This design comes from an exercise in tuning for small area and a short achievable clock period on the open sky130 flow, not from production work. Only simulation tests tie the RTL to the original design; equivalence was not proved.

==> inputs of run Z <==
Design fp8_dot_acc, start of the top module:
module fp8_dot_acc (
    input  wire         clk,
    input  wire         rst,           
    input  wire         in_valid,
    input  wire         in_fmt_a,      
    input  wire         in_fmt_b,
    input  wire         in_accumulate,
    input  wire [127:0] in_a,
    input  wire [127:0] in_b,
    output reg          out_valid,
    output reg  [31:0]  out_acc,
    output reg          out_nan_in,
    output reg          out_acc_inf
);
    localparam N = 16;
    reg         v0, fa0, fb0, ac0;
    reg [127:0] a0, b0;
    always @(posedge clk) begin
        v0  <= in_valid & ~rst;
        fa0 <= in_fmt_a;
        fb0 <= in_fmt_b;
        ac0 <= in_accumulate;
        a0  <= in_a;
        b0  <= in_b;
    end
    wire [45:0] sum;
    wire [6:0]  emax;
    wire        g_nan, g_inf, g_neg, nan_in;
    fp8_group_add #(.N(N)) u_gadd (
        .fmt_a(fa0), .fmt_b(fb0), .a(a0), .b(b0),
        .sum(sum), .emax(emax), .g_nan(g_nan), .g_inf(g_inf), .g_neg(g_neg), .nan_in(nan_in)
    );
    reg         v1, ac1, gn1, gi1, gs1, ni1;
    reg [45:0]  sum1;
    reg [6:0]   emax1;
    always @(posedge clk) begin
        v1    <= v0 & ~rst;
        ac1   <= ac0;
        gn1   <= g_nan;
        gi1   <= g_inf;
        gs1   <= g_neg;
        ni1   <= nan_in;
        sum1  <= sum;
        emax1 <= emax;
    end
    wire [31:0] g;
    fp8_group_round u_grnd (.sum(sum1), .emax(emax1), .g(g));
    reg         v2, ac2, gn2, gi2, ni2;
    reg [31:0]  g2;
    always @(posedge clk) begin
        v2  <= v1 & ~rst;
        ac2 <= ac1 | ~v1;
        gn2 <= gn1 & v1;
        gi2 <= gi1 & v1;
        ni2 <= ni1;
        g2  <= (gi1 | ~v1) ? {gs1 & v1, 31'd0} : g;
    end
    reg az;
    wire [31:0] acc_next;
  ...
Settings: LEC_CHECK=0, CAP_MARGIN=20, CORE_MARGIN=2, CORE_UTILIZATION=40, SETUP_SLACK_MARGIN=5, SLEW_MARGIN=20; clock period 150.0 ns.
run.sh (not shown) runs the stock make flow with config.mk's settings and CLKGATE_MAP_FILE= SYNTH_SCRIPT=/design/flow/synth_recipe.tcl, a recipe that flattens the netlist after the stock synthesis.
==> run K (differences from run Z) <==
==> flow/flow/run.sh (new file) <==
#!/bin/bash
# Own layout flow. It is the standard layout (standard.sh) with these
# changes to how the layout is made; the clock period and constraints are
# the standard flow's:
#  1. Synthesis: the standard synthesis script with Yosys's "synth -noabc",
#     so that the early ABC pass of synth's fine step does not restructure
#     the adders before extract_fa; otherwise ABC's XNOR/inverted-majority
#     choices leave an inverter on most full-adder pins. The standard
#     synthesis is run too, and its register instance names are given to
#     this netlist's registers (fixregs.py; the registers, their count and
#     cell types are the same). If they do not pair up, the standard netlist
#     is used.
#  2. The port buffers are sky130_fd_sc_hd__buf_2 cells (buffer_ports' own
#     choice is a slow clkdlybuf4s50 delay cell).
# Logs: flow_*.log here, and ORFS's own logs under orfs/logs.
set -euo pipefail
W=$PWD
F=$W/flow
MARGIN=${MARGIN:-5}
RES=$W/orfs/results/$FLOW_PLATFORM/fp8_dot_acc/base
export BUFFER_PORTS_ARGS="-buffer_cell sky130_fd_sc_hd__buf_2"

# standard.sh with this flow's setup slack margin
sed -e "s/SETUP_SLACK_MARGIN=[0-9.]*//" \
    -e "s/\"\${@:-finish}\"/SETUP_SLACK_MARGIN=$MARGIN \"\${@:-finish}\"/" \
    standard.sh > flow_standard.sh

# 1. the standard synthesis (reference register names)
bash flow_standard.sh synth > flow_synth_standard.log 2>&1
cp "$RES/1_2_yosys.v" flow_standard_netlist.v

# the same synthesis without the early ABC pass, in its own work folder
sed -e 's/yosys synth -nofsm -noshare /yosys synth -nofsm -noshare -noabc /' synth_recipe.tcl > flow_synth_noabc.tcl
grep -q -- '-noabc' flow_synth_noabc.tcl
sed -e "s#WORK_HOME=[^ ]*#WORK_HOME=$W/orfs_noabc#" \
    -e "s#SYNTH_SCRIPT=[^ ]*#SYNTH_SCRIPT=$W/flow_synth_noabc.tcl#" \
    -e '/^if \[\[/,$d' flow_standard.sh > flow_noabc.sh
NOABC=$W/orfs_noabc/results/$FLOW_PLATFORM/fp8_dot_acc/base/1_2_yosys.v
if bash flow_noabc.sh synth > flow_synth_noabc.log 2>&1 &&
   python3 "$F/fixregs.py" flow_standard_netlist.v "$NOABC" flow_noabc_netlist.v > flow_fixregs.log 2>&1; then
    cp flow_noabc_netlist.v "$RES/1_2_yosys.v"
    echo "using the -noabc netlist" >> flow_fixregs.log
else
    echo "using the standard netlist" >> flow_fixregs.log
fi

# 2. the rest of the standard flow (1_synth.odb is rebuilt from 1_2_yosys.v)
bash flow_standard.sh > flow_layout.log 2>&1
==> flow/flow/fixregs.py (new file) <==
#!/usr/bin/env python3
"""fixregs.py REF NEW OUT: give NEW's flip-flops the instance names REF's have.

REF and NEW are Yosys netlists of the same RTL. Yosys names a register
instance after its RTL name and the flip-flop type it had when it was named
(for example \\out_acc[31]$_SDFF_PN0_); the type part can differ between two
syntheses. Every register must appear once in each, with the same cell type;
then OUT is NEW with each register instance renamed to REF's name. Exits 1,
writing nothing, if the registers do not pair up."""
import re
import sys

FF = re.compile(r'^(\s*)(sky130_fd_sc_hd__(?:e?dfx\w*|df\w*|sdf\w*|dl\w*))\s+(\S+)\s*\(', re.M)


def regs(text):
    out = {}
    for m in FF.finditer(text):
        typ, name = m.group(2), m.group(3)
        base = name.split('$', 1)[0]
        if base in out:
            sys.exit(f'two registers named {base}')
        out[base] = (name, typ)
    return out


ref_text = open(sys.argv[1]).read()
new_text = open(sys.argv[2]).read()
ref, new = regs(ref_text), regs(new_text)
if set(ref) != set(new):
    sys.exit(f'register sets differ: {sorted(set(ref) ^ set(new))[:10]}')
renames = {}
for base, (rname, rtyp) in ref.items():
    nname, ntyp = new[base]
    if rtyp != ntyp:
        sys.exit(f'{base}: cell {ntyp}, standard synthesis has {rtyp}')
    if nname != rname:
        renames[nname] = rname


def sub(m):
    name = m.group(3)
    if name in renames:
        return f'{m.group(1)}{m.group(2)} {renames[name]} ('
    return m.group(0)


out = FF.sub(sub, new_text)
check = regs(out)
assert all(check[b][0] == ref[b][0] for b in ref)
open(sys.argv[3], 'w').write(out)
print(f'{len(ref)} registers, {len(renames)} renamed: {renames}')
==> flow/standard.sh (new file) <==
#!/bin/bash
# synth_recipe.tcl (not shown) runs the flow's synth.tcl, then flattens the netlist and writes it again
# the make line also repeats each setting of config.mk as NAME=value (left out here)
make -C /OpenROAD-flow-scripts/flow DESIGN_CONFIG=/design/flow/config.mk WORK_HOME=/design/flow/orfs CLKGATE_MAP_FILE= SYNTH_SCRIPT=/design/flow/synth_recipe.tcl "${@:-finish}"
Settings changed: ABC_AREA set to 1, CORE_UTILIZATION 40 to 55, CTS_CLUSTER_DIAMETER set to 150, CTS_CLUSTER_SIZE set to 30.
removed: flow/run.sh
==> summary of the runs <==
Clock-buffer cell count: run Z is higher than run K (31). In sequential cell count, run Z and run K do not differ. In run Z the fmax is smaller than in run K, by 1.4%. Of run Z and run K, run K has the higher synthesized cell count (gap about 10%, measured against run K).
==> figures <==
metric                                             run Z       run K
Total Routing Usage GR                             33.4%       40.7%
Largest stage delay on the critical path         0.58 ns     0.37 ns
Wire length of the first global-routing pass      458 mm      403 mm
Layout clock buffer count                             52          21
Clk slew on worst S/H paths                      0.06 ns     0.11 ns
Result of the run               timing/DRC/antenna clean  timing/DRC/antenna clean
Pre-CTS setup slack                            119.07 ns   119.53 ns
Antenna violations before repair                      15           4
Starting density of the core                       40.2%       55.4%
Final-layout non-clock buffer area share           4.89%       3.56%

==> static timing again, ports no longer ideal <==
No port has a modelled driver above. Below, the same layouts with a new extraction and two added sets of constraints. Step 1 assumes that a clkbuf_16 drives the clock port and a buf_2 every other input. Step 2 moves the port delays by t, midway between the first and last clock arrival at a register: inputs arrive t later, outputs are due t later. That takes back most of the time a late clock gives input paths. a / b / c = ideal ports / drivers / drivers and shift; a / b = the first two.
run | shift t [ns] | slack for setup (ns) | worst slew at a driven data input, ns
run Z | 0.746 | 118.394 / 118.305 / 119.051 | 0.05
run K | 0.700 | 118.841 / 118.763 / 119.463 | 0.05
After both steps setup and hold are still met in every run listed.
